This design comes from an exercise in tuning for small area and a short achievable clock period on the open sky130 flow, not from production work.
In this exercise RTL edits were held to simulation tests only and were not proved equivalent to the original.

`run.sh`:
```
#!/bin/bash
# synth_recipe.tcl (not shown) runs the flow's synth.tcl, then flattens the netlist and writes it again
# the make line also repeats each setting of config.mk as NAME=value (left out here)
make -C /OpenROAD-flow-scripts/flow DESIGN_CONFIG=/design/flow/config.mk WORK_HOME=/design/flow/orfs CLKGATE_MAP_FILE= SYNTH_SCRIPT=/design/flow/synth_recipe.tcl finish
```
`config.mk`:
```
export PLATFORM = sky130hd
export DESIGN_NAME = dmd_top
export DESIGN_NICKNAME = dmd_top
export VERILOG_FILES = /design/flow/design.v
export SDC_FILE = /design/flow/constraint.sdc
export NUM_CORES = 4
export LEC_CHECK = 0
export CAP_MARGIN = 20
export CORE_MARGIN = 2
export CORE_UTILIZATION = 40
export SETUP_SLACK_MARGIN = 1.0
export SLEW_MARGIN = 20
export SYNTH_MEMORY_MAX_BITS = 65536
```
`constraint.sdc`:
```
create_clock -name core_clock -period 20.0 [get_ports {clk}]
set_input_delay 4.0000 -clock core_clock [delete_from_list [all_inputs] [get_ports {clk}]]
set_output_delay 4.0000 -clock core_clock [all_outputs]
set_load 0.01 [all_outputs]
```
`design.v`:
```
module dmd_qlut (
    input  wire [7:0]  r,
    output wire [17:0] c0,
    output wire [17:0] s0
);
  reg [35:0] cs;
  always @* begin
    case (r)
      8'd0: cs = {18'd131072, 18'd0};
      8'd1: cs = {18'd131070, 18'd804};
      8'd2: cs = {18'd131062, 18'd1608};
      8'd3: cs = {18'd131050, 18'd2413};
      8'd4: cs = {18'd131033, 18'd3217};
      8'd5: cs = {18'd131010, 18'd4021};
      8'd6: cs = {18'd130983, 18'd4824};
      8'd7: cs = {18'd130951, 18'd5628};
      8'd8: cs = {18'd130914, 18'd6431};
      8'd9: cs = {18'd130872, 18'd7235};
      8'd10: cs = {18'd130825, 18'd8037};
      8'd11: cs = {18'd130774, 18'd8840};
      8'd12: cs = {18'd130717, 18'd9642};
      8'd13: cs = {18'd130655, 18'd10444};
      8'd14: cs = {18'd130589, 18'd11246};
      8'd15: cs = {18'd130517, 18'd12047};
      8'd16: cs = {18'd130441, 18'd12847};
      8'd17: cs = {18'd130360, 18'd13647};
      8'd18: cs = {18'd130273, 18'd14447};
      8'd19: cs = {18'd130182, 18'd15246};
      8'd20: cs = {18'd130086, 18'd16045};
      8'd21: cs = {18'd129985, 18'd16843};
      8'd22: cs = {18'd129880, 18'd17640};
      8'd23: cs = {18'd129769, 18'd18436};
      8'd24: cs = {18'd129653, 18'd19232};
      8'd25: cs = {18'd129533, 18'd20027};
      8'd26: cs = {18'd129408, 18'd20822};
      8'd27: cs = {18'd129277, 18'd21615};
      8'd28: cs = {18'd129142, 18'd22408};
      8'd29: cs = {18'd129002, 18'd23200};
      8'd30: cs = {18'd128858, 18'd23991};
      8'd31: cs = {18'd128708, 18'd24782};
      8'd32: cs = {18'd128553, 18'd25571};
      8'd33: cs = {18'd128394, 18'd26359};
      8'd34: cs = {18'd128230, 18'd27147};
      8'd35: cs = {18'd128061, 18'd27933};
      8'd36: cs = {18'd127887, 18'd28718};
      8'd37: cs = {18'd127709, 18'd29502};
      8'd38: cs = {18'd127525, 18'd30285};
      8'd39: cs = {18'd127337, 18'd31067};
      8'd40: cs = {18'd127144, 18'd31848};
      8'd41: cs = {18'd126946, 18'd32627};
      8'd42: cs = {18'd126744, 18'd33406};
      8'd43: cs = {18'd126536, 18'd34183};
      8'd44: cs = {18'd126324, 18'd34959};
      8'd45: cs = {18'd126107, 18'd35733};
      8'd46: cs = {18'd125886, 18'd36506};
      8'd47: cs = {18'd125659, 18'd37278};
      8'd48: cs = {18'd125428, 18'd38048};
      8'd49: cs = {18'd125192, 18'd38817};
      8'd50: cs = {18'd124952, 18'd39585};
      8'd51: cs = {18'd124706, 18'd40350};
      8'd52: cs = {18'd124457, 18'd41115};
      8'd53: cs = {18'd124202, 18'd41878};
      8'd54: cs = {18'd123943, 18'd42639};
      8'd55: cs = {18'd123679, 18'd43399};
      8'd56: cs = {18'd123410, 18'd44157};
      8'd57: cs = {18'd123137, 18'd44913};
      8'd58: cs = {18'd122859, 18'd45668};
      8'd59: cs = {18'd122576, 18'd46421};
      8'd60: cs = {18'd122289, 18'd47172};
      8'd61: cs = {18'd121997, 18'd47922};
      8'd62: cs = {18'd121701, 18'd48669};
      8'd63: cs = {18'd121400, 18'd49415};
      8'd64: cs = {18'd121095, 18'd50159};
      8'd65: cs = {18'd120785, 18'd50901};
      8'd66: cs = {18'd120470, 18'd51641};
      8'd67: cs = {18'd120151, 18'd52380};
      8'd68: cs = {18'd119827, 18'd53116};
      8'd69: cs = {18'd119499, 18'd53850};
      8'd70: cs = {18'd119166, 18'd54582};
      8'd71: cs = {18'd118829, 18'd55312};
      8'd72: cs = {18'd118488, 18'd56041};
      8'd73: cs = {18'd118142, 18'd56766};
      8'd74: cs = {18'd117791, 18'd57490};
      8'd75: cs = {18'd117436, 18'd58212};
      8'd76: cs = {18'd117077, 18'd58931};
      8'd77: cs = {18'd116713, 18'd59649};
      8'd78: cs = {18'd116345, 18'd60364};
      8'd79: cs = {18'd115972, 18'd61076};
      8'd80: cs = {18'd115595, 18'd61787};
      8'd81: cs = {18'd115214, 18'd62495};
      8'd82: cs = {18'd114828, 18'd63201};
      8'd83: cs = {18'd114438, 18'd63904};
      8'd84: cs = {18'd114044, 18'd64605};
      8'd85: cs = {18'd113645, 18'd65304};
      8'd86: cs = {18'd113243, 18'd66000};
      8'd87: cs = {18'd112836, 18'd66693};
      8'd88: cs = {18'd112424, 18'd67384};
      8'd89: cs = {18'd112009, 18'd68073};
      8'd90: cs = {18'd111589, 18'd68759};
      8'd91: cs = {18'd111165, 18'd69442};
      8'd92: cs = {18'd110737, 18'd70123};
      8'd93: cs = {18'd110304, 18'd70801};
      8'd94: cs = {18'd109868, 18'd71477};
      8'd95: cs = {18'd109427, 18'd72150};
      8'd96: cs = {18'd108982, 18'd72820};
      8'd97: cs = {18'd108534, 18'd73487};
      8'd98: cs = {18'd108081, 18'd74152};
      8'd99: cs = {18'd107624, 18'd74813};
      8'd100: cs = {18'd107162, 18'd75472};
      8'd101: cs = {18'd106697, 18'd76128};
      8'd102: cs = {18'd106228, 18'd76782};
      8'd103: cs = {18'd105755, 18'd77432};
      8'd104: cs = {18'd105278, 18'd78079};
      8'd105: cs = {18'd104797, 18'd78724};
      8'd106: cs = {18'd104312, 18'd79366};
      8'd107: cs = {18'd103823, 18'd80004};
      8'd108: cs = {18'd103330, 18'd80640};
      8'd109: cs = {18'd102833, 18'd81272};
      8'd110: cs = {18'd102333, 18'd81902};
      8'd111: cs = {18'd101828, 18'd82528};
      8'd112: cs = {18'd101320, 18'd83151};
      8'd113: cs = {18'd100808, 18'd83771};
      8'd114: cs = {18'd100292, 18'd84388};
      8'd115: cs = {18'd99772, 18'd85002};
      8'd116: cs = {18'd99249, 18'd85613};
      8'd117: cs = {18'd98722, 18'd86220};
      8'd118: cs = {18'd98191, 18'd86824};
      8'd119: cs = {18'd97656, 18'd87425};
      8'd120: cs = {18'd97118, 18'd88023};
      8'd121: cs = {18'd96576, 18'd88617};
      8'd122: cs = {18'd96030, 18'd89208};
      8'd123: cs = {18'd95481, 18'd89795};
      8'd124: cs = {18'd94929, 18'd90379};
      8'd125: cs = {18'd94372, 18'd90960};
      8'd126: cs = {18'd93812, 18'd91538};
      8'd127: cs = {18'd93249, 18'd92111};
      8'd128: cs = {18'd92682, 18'd92682};
      default: cs = 36'd0;
    endcase
  end
  assign c0 = cs[35:18];
  assign s0 = cs[17:0];
endmodule
module dmd_narrow #(
    parameter QW = 20,
    parameter OW = 18
) (
    input  wire [QW-1:0] q,
    input  wire          tie,
    output wire [OW-1:0] y,
    output wire          sat
);
  wire [QW-1:0] qr   = {q[QW-1:1], q[0] & ~tie};
  wire          fits = (&q[QW-1:OW-1]) | ~(|q[QW-1:OW-1]);
  assign sat = ~fits;
  assign y   = fits ? qr[OW-1:0] : {q[QW-1], {(OW-1){~q[QW-1]}}};
endmodule
module dmd_osc (
    input  wire [9:0]  th,
    output wire [17:0] mc,
    output wire [17:0] ms,
    output wire        nc,
    output wire        ns
);
  wire [7:0]  r    = th[7:0];
  wire        oct  = r[7];
  wire [7:0]  idx  = oct ? (8'd0 - r) : r;    
  wire [17:0] tc, ts;
  dmd_qlut u_lut (
      .r (idx),
      .c0(tc),
      .s0(ts)
  );
  wire swap = oct ^ th[8];
  assign mc = swap ? ts : tc;
  assign ms = swap ? tc : ts;
  assign nc = th[9] ^ th[8];
  assign ns = th[9];
endmodule
module dmd_top (
    input  wire        clk,
    input  wire        rst,
    input  wire [47:0] cfg_freq,      
    input  wire [2:0]  cfg_mode,      
    input  wire [17:0] cfg_ax0_i,
    input  wire [17:0] cfg_ax0_q,
    input  wire [17:0] cfg_ax1_i,
    input  wire [17:0] cfg_ax1_q,
    input  wire [35:0] cfg_t0,
    input  wire [35:0] cfg_t1,
    input  wire [35:0] cfg_t2,
    input  wire        s_valid,
    input  wire        s_start,       
    input  wire [11:0] s_len,         
    input  wire [47:0] s_phase,       
    input  wire [15:0] s_y,           
    input  wire [35:0] s_w,           
    output reg         res_valid,
    output reg  [35:0] res_i,
    output reg  [35:0] res_q,
    output reg  [1:0]  res_state,
    output reg  [3:0]  res_flags      
);
  reg [47:0] freq;
  reg        active;
  reg [4:0]  kcnt;        
  reg [11:0] rem;         
  reg [47:0] ph;          
  wire take = s_valid & (active | s_start);
  wire gend = take & ~s_start & (kcnt == 5'd31);
  wire wend = gend & (rem == 12'd1);
  always @(posedge clk) begin
    freq <= cfg_freq;
  end
  always @(posedge clk) begin
    if (rst) begin
      active <= 1'b0;
    end else if (take) begin
      active <= ~wend;
    end
  end
  always @(posedge clk) begin
    if (take) begin
      kcnt <= s_start ? 5'd1 : kcnt + 5'd1;
      ph   <= s_start ? s_phase : ph + freq;
    end
    if (take & s_start) begin
      rem <= s_len;
    end else if (gend) begin
      rem <= rem - 12'd1;
    end
  end
  reg [15:0] y1;
  reg        v1, f1, e1, l1;
  always @(posedge clk) begin
    y1 <= s_y;
    v1 <= ~rst & take;
    e1 <= ~rst & gend;
    f1 <= s_start | (kcnt == 5'd0);
    l1 <= wend;
  end
  wire [17:0] mc_w, ms_w;
  wire        nc_w, ns_w;
  dmd_osc u_osc (
      .th(ph[47:38]),
      .mc(mc_w),
      .ms(ms_w),
      .nc(nc_w),
      .ns(ns_w)
  );
  reg [17:0] mc2, ms2;
  reg        nc2, ns2;
  reg [15:0] y2;
  reg        v2, f2, e2, l2;
  always @(posedge clk) begin
    mc2 <= mc_w;
    ms2 <= ms_w;
    nc2 <= nc_w;
    ns2 <= ns_w;
    y2  <= y1;
    v2  <= ~rst & v1;
    e2  <= ~rst & e1;
    f2  <= f1;
    l2  <= l1;
  end
  reg  [38:0] acc_i, acc_q;
  wire [38:0] acc_i_base = f2 ? (39'd1 << 18) : acc_i;
  wire [38:0] acc_q_base = f2 ? (39'd1 << 18) : acc_q;
  wire [38:0] acc_i_new, acc_q_new;
  dmd_mac u_mac_i (.acc(acc_i_base), .y(y2), .m(mc2), .flip(nc2),  .sum(acc_i_new));
  dmd_mac u_mac_q (.acc(acc_q_base), .y(y2), .m(ms2), .flip(~ns2), .sum(acc_q_new));
  reg e3, l3;
  always @(posedge clk) begin
    if (v2) begin
      acc_i <= acc_i_new;
      acc_q <= acc_q_new;
    end
    e3 <= ~rst & e2;
    l3 <= l2;
  end
  wire [17:0] dn_i, dn_q;
  wire        dsat_i, dsat_q;
  dmd_narrow #(.QW(20), .OW(18)) u_nd_i (.q(acc_i[38:19]), .tie(~|acc_i[18:0]), .y(dn_i), .sat(dsat_i));
  dmd_narrow #(.QW(20), .OW(18)) u_nd_q (.q(acc_q[38:19]), .tie(~|acc_q[18:0]), .y(dn_q), .sat(dsat_q));
  localparam [2:0] S_IDLE = 3'd0, S_B = 3'd1, S_R = 3'd2, S_C = 3'd3,
                   S_P1 = 3'd4, S_P2 = 3'd5, S_P3 = 3'd6;
  reg [2:0]  st;
  reg [3:0]  j;
  reg        lastg;       
  reg        firstg;      
  reg        nf;          
  reg [17:0] d_i, d_q;    
  reg [2:0]  dga1, dgb1, dga2, dgb2;    
  reg [48:0] ai, aq;
  reg        sdec, sint, sproj;
  reg        ge0, ge1, ge2, ge1b, mg;
  function [2:0] benc;
    input [2:0] b;    
    begin
      benc[2] = b[2] & ~(b[1] & b[0]);
      benc[1] = b[1] ^ b[0];
      benc[0] = (b[2] & ~b[1] & ~b[0]) | (~b[2] & b[1] & b[0]);
    end
  endfunction
  function [2:0] bneg;
    input [2:0] e;
    begin
      bneg = {~e[2] & (e[1] | e[0]), e[1], e[0]};
    end
  endfunction
  function [2:0] axdig;
    input [17:0] a;
    input [3:0]  k;
    begin
      case (k)
        4'd0:    axdig = benc({a[1:0], 1'b0});
        4'd1:    axdig = benc(a[3:1]);
        4'd2:    axdig = benc(a[5:3]);
        4'd3:    axdig = benc(a[7:5]);
        4'd4:    axdig = benc(a[9:7]);
        4'd5:    axdig = benc(a[11:9]);
        4'd6:    axdig = benc(a[13:11]);
        4'd7:    axdig = benc(a[15:13]);
        4'd8:    axdig = benc(a[17:15]);
        default: axdig = 3'd0;
      endcase
    end
  endfunction
  wire in_b = (st == S_B);
  wire in_c = (st == S_C);
  wire run  = in_b | in_c;
  wire clr  = (j == 4'd0) & ((in_b & firstg) | in_c);
  wire [48:0] bias = in_c ? (49'd1 << 16) : (49'd1 << 11);
  wire [48:0] t1_in = clr ? bias : ai;
  wire [48:0] t2_in = clr ? bias : aq;
  wire [48:0] r1, r2;
  dmd_dp u_dp1 (.t(t1_in), .xa(res_i), .xb(res_q), .da(dga1), .db(dgb1), .r(r1));
  dmd_dp u_dp2 (.t(t2_in), .xa(res_i), .xb(res_q), .da(dga2), .db(dgb2), .r(r2));
  wire [48:0] ai_full = {ai[30:0], d_i};
  wire [48:0] aq_full = {aq[30:0], d_q};
  wire [35:0] ii, qq;
  wire        isat_i, isat_q;
  dmd_narrow #(.QW(37), .OW(36)) u_ni_i (.q(ai_full[48:12]), .tie(~|ai_full[11:0]), .y(ii), .sat(isat_i));
  dmd_narrow #(.QW(37), .OW(36)) u_ni_q (.q(aq_full[48:12]), .tie(~|aq_full[11:0]), .y(qq), .sat(isat_q));
  wire [35:0] p0, p1;
  wire        psat0, psat1;
  dmd_narrow #(.QW(38), .OW(36)) u_np0 (.q({ai[36:0], d_i[17]}), .tie(~|d_i[16:0]), .y(p0), .sat(psat0));
  dmd_narrow #(.QW(38), .OW(36)) u_np1 (.q({aq[36:0], d_q[17]}), .tie(~|d_q[16:0]), .y(p1), .sat(psat1));
  wire [35:0] pp0 = ai[35:0];
  wire [35:0] pp1 = aq[35:0];
  wire [35:0] t0r = {d_i, d_q};
  wire signed [36:0] u  = $signed({pp0[35], pp0}) - $signed({t0r[35], t0r});
  wire signed [36:0] au = u[36] ? -u : u;
  reg [1:0] state;
  always @* begin
    case (cfg_mode)
      3'd1:    state = {1'b0, ge0};
      3'd2:    state = {1'b0, ge0} + {1'b0, ge1} + {1'b0, ge2};
      3'd3:    state = {ge1b, ge0};
      3'd4:    state = ge1b ? 2'd2 : {1'b0, ge0};
      default: state = 2'd0;
    endcase
  end
  wire margin = ((cfg_mode == 3'd1) | (cfg_mode == 3'd4)) & mg;
  wire [3:0] jn = j + 4'd1;
  always @(posedge clk) begin
    if (rst) begin
      st <= S_IDLE;
      nf <= 1'b1;
    end else begin
      case (st)
        S_B:  if (j == 4'd8) st <= S_R;
        S_R:  begin
                st <= lastg ? S_C : S_IDLE;
                nf <= lastg;
              end
        S_C:  if (j == 4'd8) st <= S_P1;
        S_P1: st <= S_P2;
        S_P2: st <= S_P3;
        S_P3: st <= S_IDLE;
        default: if (e3) st <= S_B;
      endcase
    end
  end
  always @(posedge clk) begin
    res_valid <= ~rst & (st == S_P3);
  end
  always @(posedge clk) begin
    j <= (run && j != 4'd8) ? jn : 4'd0;
    if (e3) begin
      lastg  <= l3;
      firstg <= nf;
      sdec   <= (nf ? 1'b0 : sdec) | dsat_i | dsat_q;
    end
    if (e3) begin
      d_i <= dn_i;
      d_q <= dn_q;
    end else if (run) begin
      d_i <= {r1[1:0], d_i[17:2]};
      d_q <= {r2[1:0], d_q[17:2]};
    end else if (st == S_P1) begin
      d_i <= cfg_t0[35:18];
      d_q <= cfg_t0[17:0];
    end
    if (e3) begin
      dga1 <= benc({dn_i[1:0], 1'b0});
      dgb2 <= benc({dn_i[1:0], 1'b0});
      dga2 <= benc({dn_q[1:0], 1'b0});
      dgb1 <= bneg(benc({dn_q[1:0], 1'b0}));
    end else if (in_b) begin
      dga1 <= benc(d_i[3:1]);
      dgb2 <= benc(d_i[3:1]);
      dga2 <= benc(d_q[3:1]);
      dgb1 <= bneg(benc(d_q[3:1]));
    end else begin
      dga1 <= axdig(cfg_ax0_i, in_c ? jn : 4'd0);
      dgb1 <= axdig(cfg_ax0_q, in_c ? jn : 4'd0);
      dga2 <= axdig(cfg_ax1_i, in_c ? jn : 4'd0);
      dgb2 <= axdig(cfg_ax1_q, in_c ? jn : 4'd0);
    end
    if (run) begin
      ai <= {{2{r1[48]}}, r1[48:2]};
      aq <= {{2{r2[48]}}, r2[48:2]};
    end else if (st == S_R) begin
      ai <= ai_full;
      aq <= aq_full;
    end else if (st == S_P1) begin
      ai <= {{13{p0[35]}}, p0};
      aq <= {{13{p1[35]}}, p1};
    end
    if (gend) begin
      res_i <= {{18{s_w[35]}}, s_w[35:18]};
      res_q <= {{18{s_w[17]}}, s_w[17:0]};
    end else if (st == S_R && lastg) begin
      res_i <= ii;
      res_q <= qq;
    end
    if (st == S_R) sint <= isat_i | isat_q;
    if (st == S_P1) sproj <= psat0 | psat1;
    if (st == S_P2) begin
      ge0  <= ~u[36];
      ge1  <= $signed(pp0) >= $signed(cfg_t1);
      ge2  <= $signed(pp0) >= $signed(cfg_t2);
      ge1b <= $signed(pp1) >= $signed(cfg_t1);
      mg   <= $signed(au) < $signed({cfg_t2[35], cfg_t2});
    end
    if (st == S_P3) begin
      res_state <= state;
      res_flags <= {margin, sproj, sint, sdec};
    end
  end
endmodule
module dmd_mac (
    input  wire [38:0] acc,
    input  wire [15:0] y,
    input  wire [17:0] m,
    input  wire        flip,
    output wire [38:0] sum
);
  localparam [38:0] K = 39'd0 - (39'd21845 << 19);    
  wire [16:0] yb = {y, 1'b0};
  wire [38:0] row [0:7];
  wire [38:0] negs;
  genvar i;
  generate
    for (i = 0; i < 8; i = i + 1) begin : g_row
      wire        b1  = yb[2*i+2];
      wire        b0  = yb[2*i+1];
      wire        bm  = yb[2*i];
      wire        one = b0 ^ bm;
      wire        two = (b1 & ~b0 & ~bm) | (~b1 & b0 & bm);
      wire        neg = (b1 & ~(b0 & bm)) ^ flip;
      wire [18:0] p   = ({19{one}} & {1'b0, m}) | ({19{two}} & {m, 1'b0});
      wire [19:0] r   = {~neg, p ^ {19{neg}}};
      assign row[i]      = {19'd0, r} << (2 * i);
      assign negs[2*i]   = neg;
      assign negs[2*i+1] = 1'b0;
    end
  endgenerate
  assign negs[38:16] = 23'd0;
  assign sum = acc + row[0] + row[1] + row[2] + row[3] + row[4] + row[5] + row[6] + row[7]
             + negs + K;
endmodule
module dmd_dp (
    input  wire [48:0] t,
    input  wire [35:0] xa,
    input  wire [35:0] xb,
    input  wire [2:0]  da,
    input  wire [2:0]  db,
    output wire [48:0] r
);
  localparam [48:0] K = 49'd0 - (49'd1 << 37);    
  wire [36:0] pa = ({37{da[1]}} & {xa[35], xa}) | ({37{da[0]}} & {xa, 1'b0});
  wire [36:0] pb = ({37{db[1]}} & {xb[35], xb}) | ({37{db[0]}} & {xb, 1'b0});
  wire [36:0] ra = pa ^ {37{da[2]}};
  wire [36:0] rb = pb ^ {37{db[2]}};
  assign r = t + {12'd0, ~ra[36], ra[35:0]} + {12'd0, ~rb[36], rb[35:0]}
           + {48'd0, da[2]} + {48'd0, db[2]} + K;
endmodule
```
==> flow_summary.json <==
{
  "yosys-top-cells-area": "edfxtp_1 17%, ha_1 13%, fa_1 11%",
  "rsz0062_at_grt": "no",
  "min_period_ns": 8.15,
  "grt_overflow_total": 0,
  "critical_path.max_fanout": 26,
  "vias": 59700,
  "drive_gt1_frac": 0.0428,
  "cts_tree": "built",
  "htree_num_levels": 3,
  "die_area_mm2": 0.163,
  "die_h_um": 403,
  "period_share": 0.407,
  "ys_seq_area_frac": 0.219,
  "finalNetCount": 9010,
  "hold_viol": 0,
  "synth_nets": 8884,
  "ys_top_cells_by_count": "710 x nand2_1, 656 x ha_1, 577 x xnor2_1",
  "numPortBuffers": 425,
  "cts_root_buf": "clkbuf_16",
  "grt_pass1_vias": 58600,
  "setup_violations": 0,
  "hpwl_um": 195000,
  "cts.clk_slew.worst_paths_ns": 0.07,
  "clock_skew_ns": 0.0370,
  "synth-seq-cells": 515,
  "die_x_um": 403,
  "tightestPinTransition_ns": 1.14,
  "syn_area_mm2": 0.0638,
  "globalRouteTotalUtil": 0.303,
  "synth_edf_count": 365,
  "clk_latency_ns": 0.69,
  "maxSlewHeadroom": 0.238,
  "start_util": 0.403,
  "cts_buffers": 70,
  "finalMaxSlewViolations": 0,
  "antenna_found_initial": 16,
  "routed_wl_um": 253000,
  "yosysTopAreaCell": "edfxtp_1",
  "synth_top_area_frac": 0.172,
  "gp_congestion": 0.986,
  "grt_max_degree": 93,
  "dr.pass1.iters": 7,
  "crit_type": "reg2reg",
  "syn_avg_cell_area_um2": 8.46,
  "viasPerCell": 6.09,
  "hold_buffers": 0,
  "hp-class": "reg2reg",
  "crit_path_start_kind": "flip-flop",
  "drc": 0,
  "tns_ns": 0,
  "ios": 426,
  "ys_warn_count": 3,
  "worstPathRequired_ns": 20.43,
  "max-cap-violations": 0,
  "drt_iter0_markers": 5961,
  "grt_pass1_wl_um": 375000,
  "core_mm2": 0.158,
  "yosysMostFrequentCell": "nand2_1",
  "clock-sinks": 515,
  "max_freq_ghz": 0.123,
  "holdWs_ns": 0.324,
  "ant_nets": 0,
  "cp_data_arrival_time_ns": 8.58,
  "synth.lib_cells_used.distinct": 86,
  "cp-end-kind": "flip-flop",
  "ys.flop_type": "edfxtp_1",
  "cts_resized": 0,
  "n_fill_cell": 15500,
  "cts.path.max_buffers": 3,
  "area_growth_pct": 13.5,
  "rows": 146,
  "synth_cells": 7536,
  "postCtsSetupRepairBufs": 0,
  "async_flop_share": 0,
  "avgRoutedWirePerCell_um": 25.8,
  "status": "complete, no violations"
}
## flip-flops by register name (all words and copies together) (netlist names), 5 cells and up
| signal | flops |
|---|---|
| res_i | 36 |
| res_q | 36 |
| acc_i | 39 |
| y2 | 16 |
| acc_q | 39 |
| ai | 49 |
| freq | 48 |
| d_i | 18 |
| kcnt | 5 |
| rem | 12 |
| y1 | 16 |
| ph | 48 |
| mc2 | 18 |
| aq | 49 |
| ms2 | 18 |
| d_q | 18 |
## per-layer routing
| metal | track usage | wire, um |
|---|---|---|
| met3 | 0.0495 | 19500 |
| met4 | 0.184 | 16800 |
| met1 | 0.368 | 97400 |
| met5 | 0 | 50 |
| met2 | 0.505 | 119000 |
## cells in the final DEF, fill, tap and decap left out, types with 31 or more instances in the layout
| cell type | Yosys | final |
|---|---|---|
| edfxtp_1 | 365 | 365 |
| inv_1 | 493 | 491 |
| xor2_1 | 186 | 181 |
| or3_1 | 32 | 31 |
| dfxtp_1 | 150 | 139 |
| o21a_1 | 37 | 36 |
| fa_1 | 345 | 345 |
| o21bai_1 | 37 | 37 |
| xnor2_1 | 577 | 562 |
| o311ai_0 | 39 | 39 |
| clkdlybuf4s50_1 | 0 | 424 |
| nor4_1 | 38 | 37 |
| a21oi_1 | 563 | 563 |
| nor2_1 | 409 | 404 |
| a21o_1 | 168 | 168 |
| nor3_1 | 124 | 124 |
| o211ai_1 | 63 | 63 |
| nand2_1 | 710 | 709 |
| nand3_1 | 135 | 135 |
| and2_1 | 93 | 93 |
| a31oi_1 | 71 | 71 |
| o21ai_0 | 503 | 503 |
| and3_1 | 72 | 72 |
| nor2b_1 | 106 | 104 |
| ha_1 | 656 | 656 |
| clkbuf_16 | 0 | 74 |
| nand4_1 | 62 | 62 |
| o31ai_1 | 39 | 39 |
| a211oi_1 | 121 | 121 |
| buf_4 | 0 | 119 |
| a22oi_1 | 388 | 388 |
| nand2b_1 | 93 | 92 |
## worst max-delay path: stages, from the launching register on
cell and delay (ns):
dfxtp_2 0.58, xnor2_1 0.81, clkinv_1 0.94, fa_1 0.81, inv_1 0.05, fa_1 0.50
inv_1 0.06, fa_1 0.54, inv_1 0.05, fa_1 0.49, fa_1 0.41, ha_1 0.33
and3_1 0.25, nand2_1 0.10, or3b_2 0.49, a21o_1 0.21, o21bai_1 0.19, a21oi_1 0.14
o31ai_1 0.32, o21ai_0 0.25, a31oi_1 0.26, xnor2_1 0.08
## path summary, 6_finish.rpt
kind / start / end / slack [ns] / cells after the start
max: ns2 / acc_q[37] / 11.85 / 21
min: y1[12] / y2[12] / 0.32 / 0
max reg2reg: ns2 / acc_q[37] / 11.85 / 21
min reg2reg: y1[12] / y2[12] / 0.32 / 0
## through the flow
step	cells	area, um^2	setup WS (ns)	util
after floorplan	7536	63800	12.57	-
after global routing	9799	72400	11.39	0.457
final	9805	72400	11.85	0.457
after global placement	9662	69900	12.08	0.442
after detailed placement	9662	69900	11.92	0.442
after CTS	9790	72300	11.91	0.457
## kinds of logic (layout without fill, tap and decap cells)
family | count (synthesis) | after routing | share of synthesized area
AOI/OAI and AO/OA | 2250 | 2250 | 0.227
xor gates and xnor gates | 763 | 763 | 0.105
adders and majority gates | 1001 | 1001 | 0.237
buffers and inverters | 991 | 1173 | 0.0585
DFF | 515 | 515 | 0.219
muxes | 37 | 37 | 0.00614
other | 0 | 15 | 0
and+or+nand+nor | 1979 | 1979 | 0.148
## area by class of cell
cell class              count  area [um^2]  area share
inverters                 501         1880      0.0260
repair buffers            544         5140      0.0710
clock inverters            40          444     0.00614
well taps                2072         2590      0.0358
multi-input cells        6030        46400       0.641
flip-flops and latches    515        14000       0.193
diodes                     15         37.5    0.000519
clock buffers              88         1940      0.0269

separate check: timing with driven ports:
No port has a modelled driver above. Below, the same layout with a new extraction and two added sets of constraints.
Step 1 (the two cells are an assumption about what drives the block):
set clk [get_ports {clk}]
set_driving_cell -lib_cell sky130_fd_sc_hd__clkbuf_16 $clk
set_driving_cell -lib_cell sky130_fd_sc_hd__buf_2 [delete_from_list [all_inputs] $clk]
Step 2 also shifts input and output timing later by t, the mid clock arrival at the registers, as if the neighbouring blocks saw the same clock.
Slacks: ideal / step 1 / step 2; pairs: ideal / step 1.
t, ns: 0.756
setup WS [ns]: 11.850 / 11.850 / 11.850
hold WS [ns]: 0.324 / 0.324 / 0.324
clock arrival spread, ns: 0.052 / 0.051
pins driven straight from the clock port: 1
After both steps setup and hold are still met in this run. The setup slack of this run moves by 0.000 ns with the drivers and by 0.000 ns with both steps.
